Context: an optimization exercise on an open-source flow, tuned for small area, a short achievable clock period and few clock cycles per item. The choices shown serve that exercise and are no tape-out recipe. In this exercise RTL edits were held to simulation tests only and were not proved equivalent to the original.

### flow/config.mk
export PLATFORM = sky130hd
export DESIGN_NAME = aes_enc_core
export DESIGN_NICKNAME = aes_enc_core
export VERILOG_FILES = /design/flow/design.v
export SDC_FILE = /design/flow/constraint.sdc
export NUM_CORES = 4
export LEC_CHECK = 0
export CAP_MARGIN = 20
export CORE_MARGIN = 2
export CORE_UTILIZATION = 40
export CTS_CLUSTER_DIAMETER = 80
export CTS_CLUSTER_SIZE = 25
export SLEW_MARGIN = 20
### flow/constraint.sdc
create_clock -name core_clock -period 10.0 [get_ports {clk}]
set_input_delay 2.0000 -clock core_clock [delete_from_list [all_inputs] [get_ports {clk}]]
set_output_delay 2.0000 -clock core_clock [all_outputs]
set_load 0.01 [all_outputs]
### flow/design.v
module aes_sbox_a (
    input  wire [7:0]  a,
    output wire [11:0] p
);
    function [3:0] gf4_mul;
        input [3:0] a;
        input [3:0] b;
        reg   [6:0] r;
        begin
            r = ({7{b[0]}} & {3'b0, a}) ^ ({7{b[1]}} & {2'b0, a, 1'b0}) ^
                ({7{b[2]}} & {1'b0, a, 2'b0}) ^ ({7{b[3]}} & {a, 3'b0});
            if (r[6]) r = r ^ 7'b1001100;
            if (r[5]) r = r ^ 7'b0100110;
            if (r[4]) r = r ^ 7'b0010011;
            gf4_mul = r[3:0];
        end
    endfunction
    wire [7:0] m;    
    assign m[0] = a[0] ^ a[5] ^ a[7];
    assign m[1] = a[2];
    assign m[2] = a[2] ^ a[3] ^ a[4] ^ a[5] ^ a[6] ^ a[7];
    assign m[3] = a[3] ^ a[4];
    assign m[4] = a[4] ^ a[5] ^ a[6];
    assign m[5] = a[1] ^ a[4] ^ a[6] ^ a[7];
    assign m[6] = a[2] ^ a[3] ^ a[5] ^ a[7];
    assign m[7] = a[5] ^ a[7];
    wire [3:0] h = m[7:4];
    wire [3:0] l = m[3:0];
    wire [3:0] d = gf4_mul(gf4_mul(h, h), 4'd8) ^ gf4_mul(h, l) ^ gf4_mul(l, l);
    wire [3:0] di;
    assign di[0] = d[0] ^ d[1] ^ d[2] ^ (d[0] & d[2]) ^ (d[1] & d[2]) ^
                   (d[0] & d[1] & d[2]) ^ d[3] ^ (d[1] & d[2] & d[3]);
    assign di[1] = (d[0] & d[1]) ^ (d[0] & d[2]) ^ (d[1] & d[2]) ^ d[3] ^
                   (d[1] & d[3]) ^ (d[0] & d[1] & d[3]);
    assign di[2] = (d[0] & d[1]) ^ d[2] ^ (d[0] & d[2]) ^ d[3] ^
                   (d[0] & d[3]) ^ (d[0] & d[2] & d[3]);
    assign di[3] = d[1] ^ d[2] ^ d[3] ^ (d[0] & d[3]) ^ (d[1] & d[3]) ^
                   (d[2] & d[3]) ^ (d[1] & d[2] & d[3]);
    assign p = {h, l, di};
endmodule
module aes_sbox_b (
    input  wire [11:0] p,
    output wire [7:0]  y
);
    function [3:0] gf4_mul;
        input [3:0] a;
        input [3:0] b;
        reg   [6:0] r;
        begin
            r = ({7{b[0]}} & {3'b0, a}) ^ ({7{b[1]}} & {2'b0, a, 1'b0}) ^
                ({7{b[2]}} & {1'b0, a, 2'b0}) ^ ({7{b[3]}} & {a, 3'b0});
            if (r[6]) r = r ^ 7'b1001100;
            if (r[5]) r = r ^ 7'b0100110;
            if (r[4]) r = r ^ 7'b0010011;
            gf4_mul = r[3:0];
        end
    endfunction
    wire [3:0] h = p[11:8];
    wire [3:0] l = p[7:4];
    wire [3:0] di = p[3:0];
    wire [7:0] t = {gf4_mul(h, di), gf4_mul(h ^ l, di)};
    assign y[0] = ~(t[0] ^ t[2] ^ t[6]);
    assign y[1] = ~(t[0] ^ t[1] ^ t[2] ^ t[3] ^ t[4] ^ t[5]);
    assign y[2] = t[0] ^ t[3] ^ t[5] ^ t[6];
    assign y[3] = t[0] ^ t[2] ^ t[5];
    assign y[4] = t[0] ^ t[1] ^ t[3] ^ t[4] ^ t[5];
    assign y[5] = ~(t[1] ^ t[2] ^ t[3] ^ t[5] ^ t[6] ^ t[7]);
    assign y[6] = ~(t[4] ^ t[6] ^ t[7]);
    assign y[7] = t[1] ^ t[2];
endmodule
module aes_enc_core (
    input  wire         clk,
    input  wire         rst,         
    input  wire         in_valid,
    output wire         in_ready,
    input  wire         key_256,     
    input  wire [255:0] key,
    input  wire [127:0] block,
    output wire         out_valid,
    output wire [127:0] out_data
);
    function [7:0] xtime;
        input [7:0] b;
        xtime = {b[6:0], 1'b0} ^ (b[7] ? 8'h1b : 8'h00);
    endfunction
    function [31:0] mix_column;
        input [31:0] c;
        reg [7:0] a0, a1, a2, a3, t;
        begin
            a0 = c[31:24]; a1 = c[23:16]; a2 = c[15:8]; a3 = c[7:0];
            t = a0 ^ a1 ^ a2 ^ a3;
            mix_column[31:24] = a0 ^ t ^ xtime(a0 ^ a1);
            mix_column[23:16] = a1 ^ t ^ xtime(a1 ^ a2);
            mix_column[15:8]  = a2 ^ t ^ xtime(a2 ^ a3);
            mix_column[7:0]   = a3 ^ t ^ xtime(a3 ^ a0);
        end
    endfunction
    function [7:0] rcon;
        input       k256;
        input [3:0] r;
        reg   [3:0] i;
        begin
            i = k256 ? (r[0] ? ({1'b0, r[3:1]} + 4'd1) : 4'd0) : r;
            case (i)
                4'd1:    rcon = 8'h01;
                4'd2:    rcon = 8'h02;
                4'd3:    rcon = 8'h04;
                4'd4:    rcon = 8'h08;
                4'd5:    rcon = 8'h10;
                4'd6:    rcon = 8'h20;
                4'd7:    rcon = 8'h40;
                4'd8:    rcon = 8'h80;
                4'd9:    rcon = 8'h1b;
                4'd10:   rcon = 8'h36;
                default: rcon = 8'h00;
            endcase
        end
    endfunction
    reg [127:0] s;               
    reg [191:0] p;               
    reg [127:0] x;               
    reg [255:0] k0, k1, k2;      
    reg [31:0]  kw;              
    reg [47:0]  kp;              
    reg [31:0]  kt;              
    reg         v0, v1, v2;      
    reg         w0, w1, w2;      
    reg [3:0]   r0, r1, r2;      
    reg         f1, f2;          
    reg [127:0] out_q;
    reg         out_v;
    reg         ready;
    assign in_ready  = ready;
    assign out_valid = out_v;
    assign out_data  = out_q;
    wire [191:0] pa;
    wire [127:0] xb;
    wire [47:0]  kpa;
    wire [31:0]  ktb;
    genvar i;
    generate
        for (i = 0; i < 16; i = i + 1) begin : g_sbox
            aes_sbox_a u_a (.a(s[8*i +: 8]),   .p(pa[12*i +: 12]));
            aes_sbox_b u_b (.p(p[12*i +: 12]), .y(xb[8*i +: 8]));
        end
        for (i = 0; i < 4; i = i + 1) begin : g_ksbox
            aes_sbox_a u_a (.a(kw[8*i +: 8]),   .p(kpa[12*i +: 12]));
            aes_sbox_b u_b (.p(kp[12*i +: 12]), .y(ktb[8*i +: 8]));
        end
    endgenerate
    always @(posedge clk) begin
        p  <= pa;
        k1 <= k0;
        kp <= kpa;
        w1 <= w0;
        r1 <= r0;
        f1 <= (r0 == (w0 ? 4'd14 : 4'd10));
        x  <= xb;
        k2 <= k1;
        kt <= ktb ^ {rcon(w1, r1), 24'h0};
        w2 <= w1;
        r2 <= r1;
        f2 <= f1;
    end
    wire [127:0] y = x;
    wire [127:0] sr;
    generate
        for (i = 0; i < 16; i = i + 1) begin : g_shift
            localparam integer R = i % 4;
            localparam integer C = i / 4;
            localparam integer SRC = 4 * ((C + R) % 4) + R;
            assign sr[127-8*i -: 8] = y[127-8*SRC -: 8];
        end
    endgenerate
    wire [127:0] mc = {mix_column(sr[127:96]), mix_column(sr[95:64]),
                       mix_column(sr[63:32]),  mix_column(sr[31:0])};
    wire [127:0] ka  = k2[255:128];
    wire [127:0] kb  = k2[127:0];
    wire [31:0]  kt2 = kt;
    wire [31:0]  kp0 = ka[127:96];
    wire [31:0]  kp1 = kp0 ^ ka[95:64];
    wire [31:0]  kp2 = kp1 ^ ka[63:32];
    wire [31:0]  kp3 = kp2 ^ ka[31:0];
    wire [127:0] knew = {kp0 ^ kt2, kp1 ^ kt2, kp2 ^ kt2, kp3 ^ kt2};
    wire [127:0] rk   = w2 ? kb : knew;      
    wire       v_n = ready ? in_valid : (v2 && !f2);
    wire       w_n = ready ? key_256  : w2;
    wire [3:0] r_n = ready ? 4'd1     : r2 + 4'd1;
    wire        rot_c = !w2 || !r2[0];
    wire [31:0] kw_l  = key_256 ? key[31:0] : key[159:128];
    wire [31:0] kw_c  = rot_c ? {knew[23:0], knew[31:24]} : knew[31:0];
    always @(posedge clk) begin
        out_q <= sr ^ rk;
        s     <= (ready ? block : mc) ^ (ready ? key[255:128] : rk);
        k0    <= ready ? key : (w2 ? {kb, knew} : {knew, knew});
        kw    <= ready ? {kw_l[23:0], kw_l[31:24]} : kw_c;
        w0    <= w_n;
        r0    <= r_n;
    end
    wire early_s = v0  && w0  && (r0  < 4'd5);
    wire early_n = v_n && w_n && (r_n < 4'd5);
    always @(posedge clk) begin
        if (rst) begin
            v0    <= 1'b0;
            v1    <= 1'b0;
            v2    <= 1'b0;
            out_v <= 1'b0;
            ready <= 1'b1;
        end else begin
            v0    <= v_n;
            v1    <= v0;
            v2    <= v1;
            out_v <= v2 && f2;
            ready <= (!v1 || f1) && !early_s && !early_n;
        end
    end
endmodule
### flow/flow/run.sh
#!/bin/bash
set -euo pipefail
W=$(pwd)
SETUP_MARGIN=${SETUP_MARGIN:-6.9}
export FLOW_ABC_SCRIPT="$W/flow/abc.script"
bash standard.sh SYNTH_SCRIPT="$W/flow/synth.tcl" \
  BUFFER_PORTS_ARGS="-buffer_cell sky130_fd_sc_hd__buf_1" \
  SETUP_SLACK_MARGIN="$SETUP_MARGIN" finish > "$W/flow_make.log" 2>&1
### flow/flow/abc.script
strash
&get -n
&fraig -x
&put
scorr
dc2
dretime
strash
&get -n
&dch -f
&nf -D 10
&put
strash
&get -n
&dch -f
&nf -D 10
&put
### flow/flow/synth.tcl
# The standard synthesis (synth_recipe.tcl), except that the technology
# mapping uses flow/abc.script (ABC's default liberty script with the &nf
# mapping run twice) in place of ORFS's abc_speed/abc_area scripts. Every
# other ABC argument ORFS passes is kept.
proc synth {args} { yosys synth -nofsm -noshare {*}$args }
proc abc {args} {
  set a {}
  set skip 0
  foreach x $args {
    if {$skip} { set skip 0; continue }
    if {$x eq "-script"} { set skip 1; continue }
    lappend a $x
  }
  yosys abc -script $::env(FLOW_ABC_SCRIPT) {*}$a
}
source $::env(SCRIPTS_DIR)/synth.tcl
# left out here: clear keep_hierarchy, flatten, clean up, hide names made inside functions, write 1_2_yosys.v
### flow/standard.sh
#!/bin/bash
# synth_recipe.tcl (not shown) runs the flow's synth.tcl, then flattens the netlist and writes it again
# the make line also repeats each setting of config.mk as NAME=value (left out here)
make -C /OpenROAD-flow-scripts/flow DESIGN_CONFIG=/design/flow/config.mk WORK_HOME=/design/flow/orfs CLKGATE_MAP_FILE= SYNTH_SCRIPT=/design/flow/synth_recipe.tcl "${@:-finish}"
==> impl_metrics.tcl, run 1 <==
set metrics [dict create \
    worstHoldPathType "flop to flop" \
    syn-num-nets 7026 \
    worst_pin_slew_ns 1.20 \
    place_area_um2 69700 \
    cts_buffer_depth 3 \
    status "complete, no violations" \
    crit_path_max_incr_delay_ns 0.46 \
    endpoint_kind "primary output" \
    yosys.cell_types.count 44 \
    row_count 147 \
    postRouteAntennaNets 0 \
    cp.required_ns 8.00 \
    numCtsBuffers 86 \
    die_area_um2 165000 \
    via_per_inst 4.76 \
    ys.flop_type "dfxtp_1" \
    netlist_instances 6612 \
    synth_top_area_cell "dfxtp_1" \
    h-tree-depth 3 \
    hpwl_um 158000 \
    grt_max_degree 129 \
    die_h_um 406 \
    dr.pass1.iters 5 \
    holdBufCountCts 0 \
    cp-start-kind "flop" \
    yosys_warnings 3 \
    io_pins 518 \
    fin_setup_tns_ns 0 \
    seq_area_frac_synth_pct 45.8 \
    synth_top_area_share_pct 45.8 \
    finalCritPeriodShare_pct 33.6 \
    grt_pass1_vias 43700 \
    drt_iter0_drc 3652 \
    cp_data_arrival_time_ns 1.36 \
    max_freq_mhz 298 \
    grt.overflow.total 0 \
    grt_pass1_wl_um 287000 \
    cp_max_fo 6 \
    period_needed_ns 3.36 \
    slowest_stage "dfxtp_4" \
    postRouteWirelength_um 202000 \
    synth_edf_count 0 \
    relSlewSlack_pct 19.3 \
    yosys_register_bits 1478 \
    cts_root_buf "clkbuf_16" \
    slew_viol_final 0 \
    path_cells "buf_6" \
    synth.most_common_cell "xnor2_1" \
    core-area_um2 161000 \
    fin_skew_ns 0.0401 \
    track_usage_pct 23.7 \
    pre_cts_slack_ns 6.17 \
    via_count 45700 \
    detail_route.wl_per_cell_um 21.1 \
    synth_common_cells "xnor2_1, dfxtp_1, nand2_1, xor2_1, nor2_1" \
    synth_area_um2 64600 \
    drc 0 \
    cts_sinks 1478 \
    place.gp.congestion 0.908 \
    worst-setup-path-type "flop to primary output" \
    crit_buf_inv 1 \
    setup_slack_ns 6.64 \
    path_delay_family "flip-flops" \
    nNetsFinal 7796 \
    insertion_delay_ns 0.76 \
    antenna_found_initial 20 \
    start_util_pct 40.2 \
    area_delta_synth_final_pct 18.6 \
    cts_tree "yes" \
    portBuffers 517 \
    async_reset_ff_share_pct 0 \
    chipWidth_um 406 \
    hold_viol 0 \
    rsz0062_at_grt "true" \
    whs_ns 0.303 \
    avgSynthCellArea_um2 9.77 \
    finalSetupViolCount 0 \
    synthTopCellsByArea "dfxtp_1, xnor2_1, xor2_1" \
    drive_gt1_share_pct 11.6 \
    max_cap_viol_count 0 \
    fin_area_um2 76600 \
    clkTransAtPathRegs_ns 0.09 \
]
[cells by family after synthesis]
family	synth area share (%)
simple gates	9.86
mux	1.08
xor+xnor	36.0
flops	45.8
compound gates	6.27
fa+ha+maj	0.519
buf+inv	0.500
[repair_timing]
item | CTS | global route
resized for setup | 380 | 319
gates cloned | 2 | 0
setup buffers | 50 | 82
pin swaps | 45 | 105
setup endpoints to repair | 338 | 218
[final timing paths]
check / end / depth (start not counted) / slack, ns / from
max: in_ready / 1 / 6.64 / ready
min: k2[250] / 0 / 0.30 / k1[250]
max reg2reg: p[87] / 13 / 6.75 / s[60]
min reg2reg: k2[250] / 0 / 0.30 / k1[250]
[registers in the layout, indices dropped and copies added, names as in the netlist, 32 cells and up]
| signal | count |
|---|---|
| k0 | 256 |
| k1 | 256 |
| k2 | 256 |
| p | 192 |
| out_q | 128 |
| s | 128 |
| x | 128 |
| kp | 48 |
| kt | 32 |
| kw | 32 |
[area by class of cell]
class                           instances  area [um2]
Tap cell                             2160        2700
Inverter                               86         329
Clock buffer                           92        2220
Sequential cell                      1478       29800
Multi-Input combinational cell       5049       36900
Fill cell                           15000       83900
Timing Repair Buffer                  681        3870
Antenna cell                            9        22.5
Clock inverter                         52         753
[layout by cell type (no fill, tap or decap), drive strengths merged, types with 26 or more instances in the layout]
cell | Yosys | layout
a21oi | 294 | 294
buf | 0 | 680
clkbuf | 0 | 92
clkinv | 86 | 101
dfxtp | 1478 | 1478
ha | 26 | 26
inv | 0 | 29
mux2i | 64 | 64
nand2 | 1134 | 1134
nand2b | 33 | 33
nor2 | 373 | 373
nor2b | 37 | 38
o21ai | 358 | 358
xnor2 | 1752 | 1752
xnor3 | 35 | 35
xor2 | 777 | 777
[routing by layer]
layer  track usage (%)  part of all wire, %  wire (um)  vias up
met2              38.8                   47      94300     1262
met4              7.94                  3.7       7410        6
met5                 0                0.019         38        -
li1                  -                    -          -    22400
met3              2.59                  4.8       9770      267
met1              32.4                   45      90900    21700
[stage by stage]
| stage | cells | util [%] |
|---|---|---|
| after global placement | 9320 | 43.4 |
| after global routing | 9600 | 47.7 |
| after floorplan | 6612 | - |
| after detailed placement | 9320 | 43.4 |
| after CTS | 9516 | 46.4 |
| final | 9607 | 47.7 |
Testbench counts, summed over its fixed seeds: cycles 78,409, items 6,400.
==> run 2: changes to the inputs <==
==> flow/flow/abc.script (replaced) <==
strash
&get -n
&fraig -x
&put
scorr
dc2
dretime
strash
&get -n
&dch -f
&nf -p -R 30
&put
strash
&get -n
&dch -f
&nf -p -R 30
&put
--- a/flow/flow/synth.tcl
+++ b/flow/flow/synth.tcl
@@ -1,6 +1,6 @@
 # The standard synthesis (synth_recipe.tcl), except that the technology
 # mapping uses flow/abc.script (ABC's default liberty script with the &nf
-# mapping run twice) in place of ORFS's abc_speed/abc_area scripts. Every
+# mapping run twice, with pin permutation and some delay relaxation) in place of ORFS's abc_speed/abc_area scripts. Every
 # other ABC argument ORFS passes is kept.
 proc synth {args} { yosys synth -nofsm -noshare {*}$args }
 proc abc {args} {
--- a/flow/config.mk
+++ b/flow/config.mk
@@ -7,7 +7,7 @@
 export LEC_CHECK = 0
 export CAP_MARGIN = 20
 export CORE_MARGIN = 2
-export CORE_UTILIZATION = 40
+export CORE_UTILIZATION = 45
 export CTS_CLUSTER_DIAMETER = 80
 export CTS_CLUSTER_SIZE = 25
 export SLEW_MARGIN = 20
==> run 2 against run 1 <==
Compared with the run above:
- setup slack worse by 0.014 ns
- utilization up 6.1 points
- synthesized cell count decreased by 0.12%
- register-to-register slack gained 0.15 ns
- critical endpoint unchanged
- highest routed layer unchanged
==> impl_metrics.tcl, run 2 <==
set metrics [dict create \
    status "complete, no violations" \
    detail_route.wl_per_cell_um 21.0 \
    hold_viol 0 \
    cp_data_arrival_time_ns 1.37 \
    synth_area_um2 64100 \
    synth_top_area_share_pct 46.2 \
    fillCellCount 12700 \
    finalSetupViolCount 0 \
    numCtsBuffers 82 \
    nNetsFinal 7797 \
    cts_sinks 1478 \
    chipWidth_um 381 \
    synth_common_cells "xnor2_1, dfxtp_1, nand2_1, xor2_1, o21ai_0" \
    fin_setup_tns_ns 0 \
    row_count 138 \
    worst_pin_slew_ns 1.22 \
    grt.overflow.total 0 \
    start_util_pct 45.3 \
    drt_iter0_drc 3276 \
    reg_top3 "k0: 256 flops, k1: 256 flops, k2: 256 flops" \
    worst-setup-path-type "flop to primary output" \
    period_needed_ns 3.37 \
    r2r_setup_slack_ns 6.90 \
    mostFrequentLayoutCell "xnor2_1" \
    cts_buffer_depth 3 \
    yosys_register_bits 1478 \
    antenna_found_initial 11 \
    grt_pass1_wl_um 280000 \
    drc 0 \
    holdBufCountCts 0 \
    area_delta_synth_final_pct 18.8 \
    stdcell_count 9325 \
    crit_buf_inv 1 \
    drive_gt1_share_pct 11.8 \
    die_area_um2 145000 \
    fin_skew_ns 0.0386 \
    synthTopCellsByArea "dfxtp_1, xnor2_1, xor2_1" \
    path_cells "buf_6" \
    place.gp.congestion 0.906 \
    clkTransAtPathRegs_ns 0.10 \
    dp.cells 9037 \
    crit_path_max_incr_delay_ns 0.49 \
    postRouteAntennaNets 0 \
    max_freq_mhz 296 \
    whs_ns 0.320 \
    relSlewSlack_pct 17.8 \
    core-area_um2 141000 \
    slew_viol_final 0 \
    slowest_stage "dfxtp_4" \
    cts_root_buf "clkbuf_16" \
    ys.flop_type "dfxtp_1" \
    path_delay_family "flip-flops" \
    grt_pass1_vias 43800 \
    async_reset_ff_share_pct 0 \
    die_h_um 381 \
    synth_top_area_cell "dfxtp_1" \
    h-tree-depth 3 \
    netlist_instances 6604 \
    synth.most_common_cell "xnor2_1" \
    cp-start-kind "flop" \
    cp.required_ns 8.00 \
    insertion_delay_ns 0.73 \
    worstHoldPathType "flop to flop" \
    postRouteWirelength_um 196000 \
    max_cap_viol_count 0 \
    yosys_warnings 3 \
    rsz0062_at_grt "true" \
    yosys.cell_types.count 38 \
    via_per_inst 4.90 \
    utilization_pct 53.8 \
    avgSynthCellArea_um2 9.70 \
    via_count 45700 \
    cp_max_fo 2 \
    hpwl_um 151000 \
    final_cell_mix "xnor2_1, dfxtp_1, nand2_1" \
    io_pins 518 \
    portBuffers 517 \
    endpoint_kind "primary output" \
    cts_tree "yes" \
    finalCritPeriodShare_pct 33.7 \
    grt_max_degree 206 \
    seq_area_frac_synth_pct 46.2 \
    track_usage_pct 25.9 \
    synth_edf_count 0 \
    syn-num-nets 7018 \
    dr.pass1.iters 5 \
]
run 2: cell count changes in the layout (fill, tap and decap cells not counted), sizes merged, moves of 3 or more:
cell,previous run,this run
nand2b,33,40
xnor3,35,5
nor2,373,356
xor3,13,0
clkinv,101,79
mux2i,64,72
nor2b,38,52
o21bai,5,8
or2,4,1
clkinvlp,4,1
xnor2,1752,1814
buf,680,695
xor2,777,767
nand3,17,10
run 2: path summary, 6_finish.rpt:
check                                 to    from  cells after the start
worst min-delay path              k1[25]  k0[25]                      0
worst max register to register     p[75]   s[51]                     16
worst max-delay path            in_ready   ready                      1
worst min register to register    k1[25]  k0[25]                      0
run 2: layout make-up:
cell class                      count  area [um2]  share of cell area (%)
Antenna cell                        9        22.5                  0.0296
Clock buffer                       91        2170                    2.85
Clock inverter                     36         557                   0.731
Inverter                           76         292                   0.383
Multi-Input combinational cell   5050       36900                    48.5
Sequential cell                  1478       29800                    39.2
Tap cell                         1890        2360                    3.11
Timing Repair Buffer              695        4030                    5.29
run 2: through the flow:
step / cell area, um2 / setup slack, ns
after floorplan: 64200 / 4.24
after global placement: 68700 / 6.41
after detailed placement: 68700 / 6.39
after CTS: 73400 / 6.56
after global routing: 76100 / 6.60
final: 76100 / 6.63
run 2: cell families (layout without fill, tap and decap cells):
kind of cell	Yosys count	count (layout)	share of synthesized area, %
DFF	1478	1478	46.2
adders and majority gates	26	26	0.508
buffers and inverters	76	898	0.445
xor gates and xnor gates	2586	2586	35.4
and+or+nand+nor	1614	1614	9.93
other	0	9	0
AOI/OAI and AO/OA	747	747	6.29
muxes	77	77	1.21
run 2: per-layer routing:
| layer | global-route usage, % | up-vias | part of all wire (%) |
|---|---|---|---|
| li1 | - | 22400 | - |
| met4 | 11.0 | 2 | 4.7 |
| met1 | 35.2 | 21800 | 45 |
| met5 | 0 | - | 0.0066 |
| met3 | 2.88 | 272 | 4.7 |
| met2 | 41.6 | 1162 | 46 |
run 2: repair_timing:
action | in CTS | in global routing
setup endpoints to repair | 314 | 225
buffers inserted | 44 | 108
pin swaps | 33 | 130
resized for setup | 387 | 345

-- separate check: timing with driven ports --
Ports are ideal in the flow. The routed layouts listed here were re-timed in OpenROAD. Step 1 assumes that a clkbuf_16 drives the clock port and a buf_2 every other input. Step 2, shift: input delay + t, output delay - t, t = (earliest + latest rising clock arrival at the registers) / 2. This alone moves slack from input paths to output paths. Slacks: ideal / step 1 / step 2; pairs: ideal / step 1.
run	t (ns)	setup WS [ns]	worst setup path at the end	slew at the worst register clock pin (ns)	worst slew at a driven data input, ns
run 1	0.818	6.639 / 6.558 / 6.541	input to register	0.10 / 0.10	0.14
run 2	0.791	6.626 / 6.544 / 6.734	input to register	0.10 / 0.10	0.14
After both steps setup and hold are still met in every run listed. The setup slack of run 1, which loses most, moves by -0.081 ns with the drivers and by -0.098 ns with both steps.
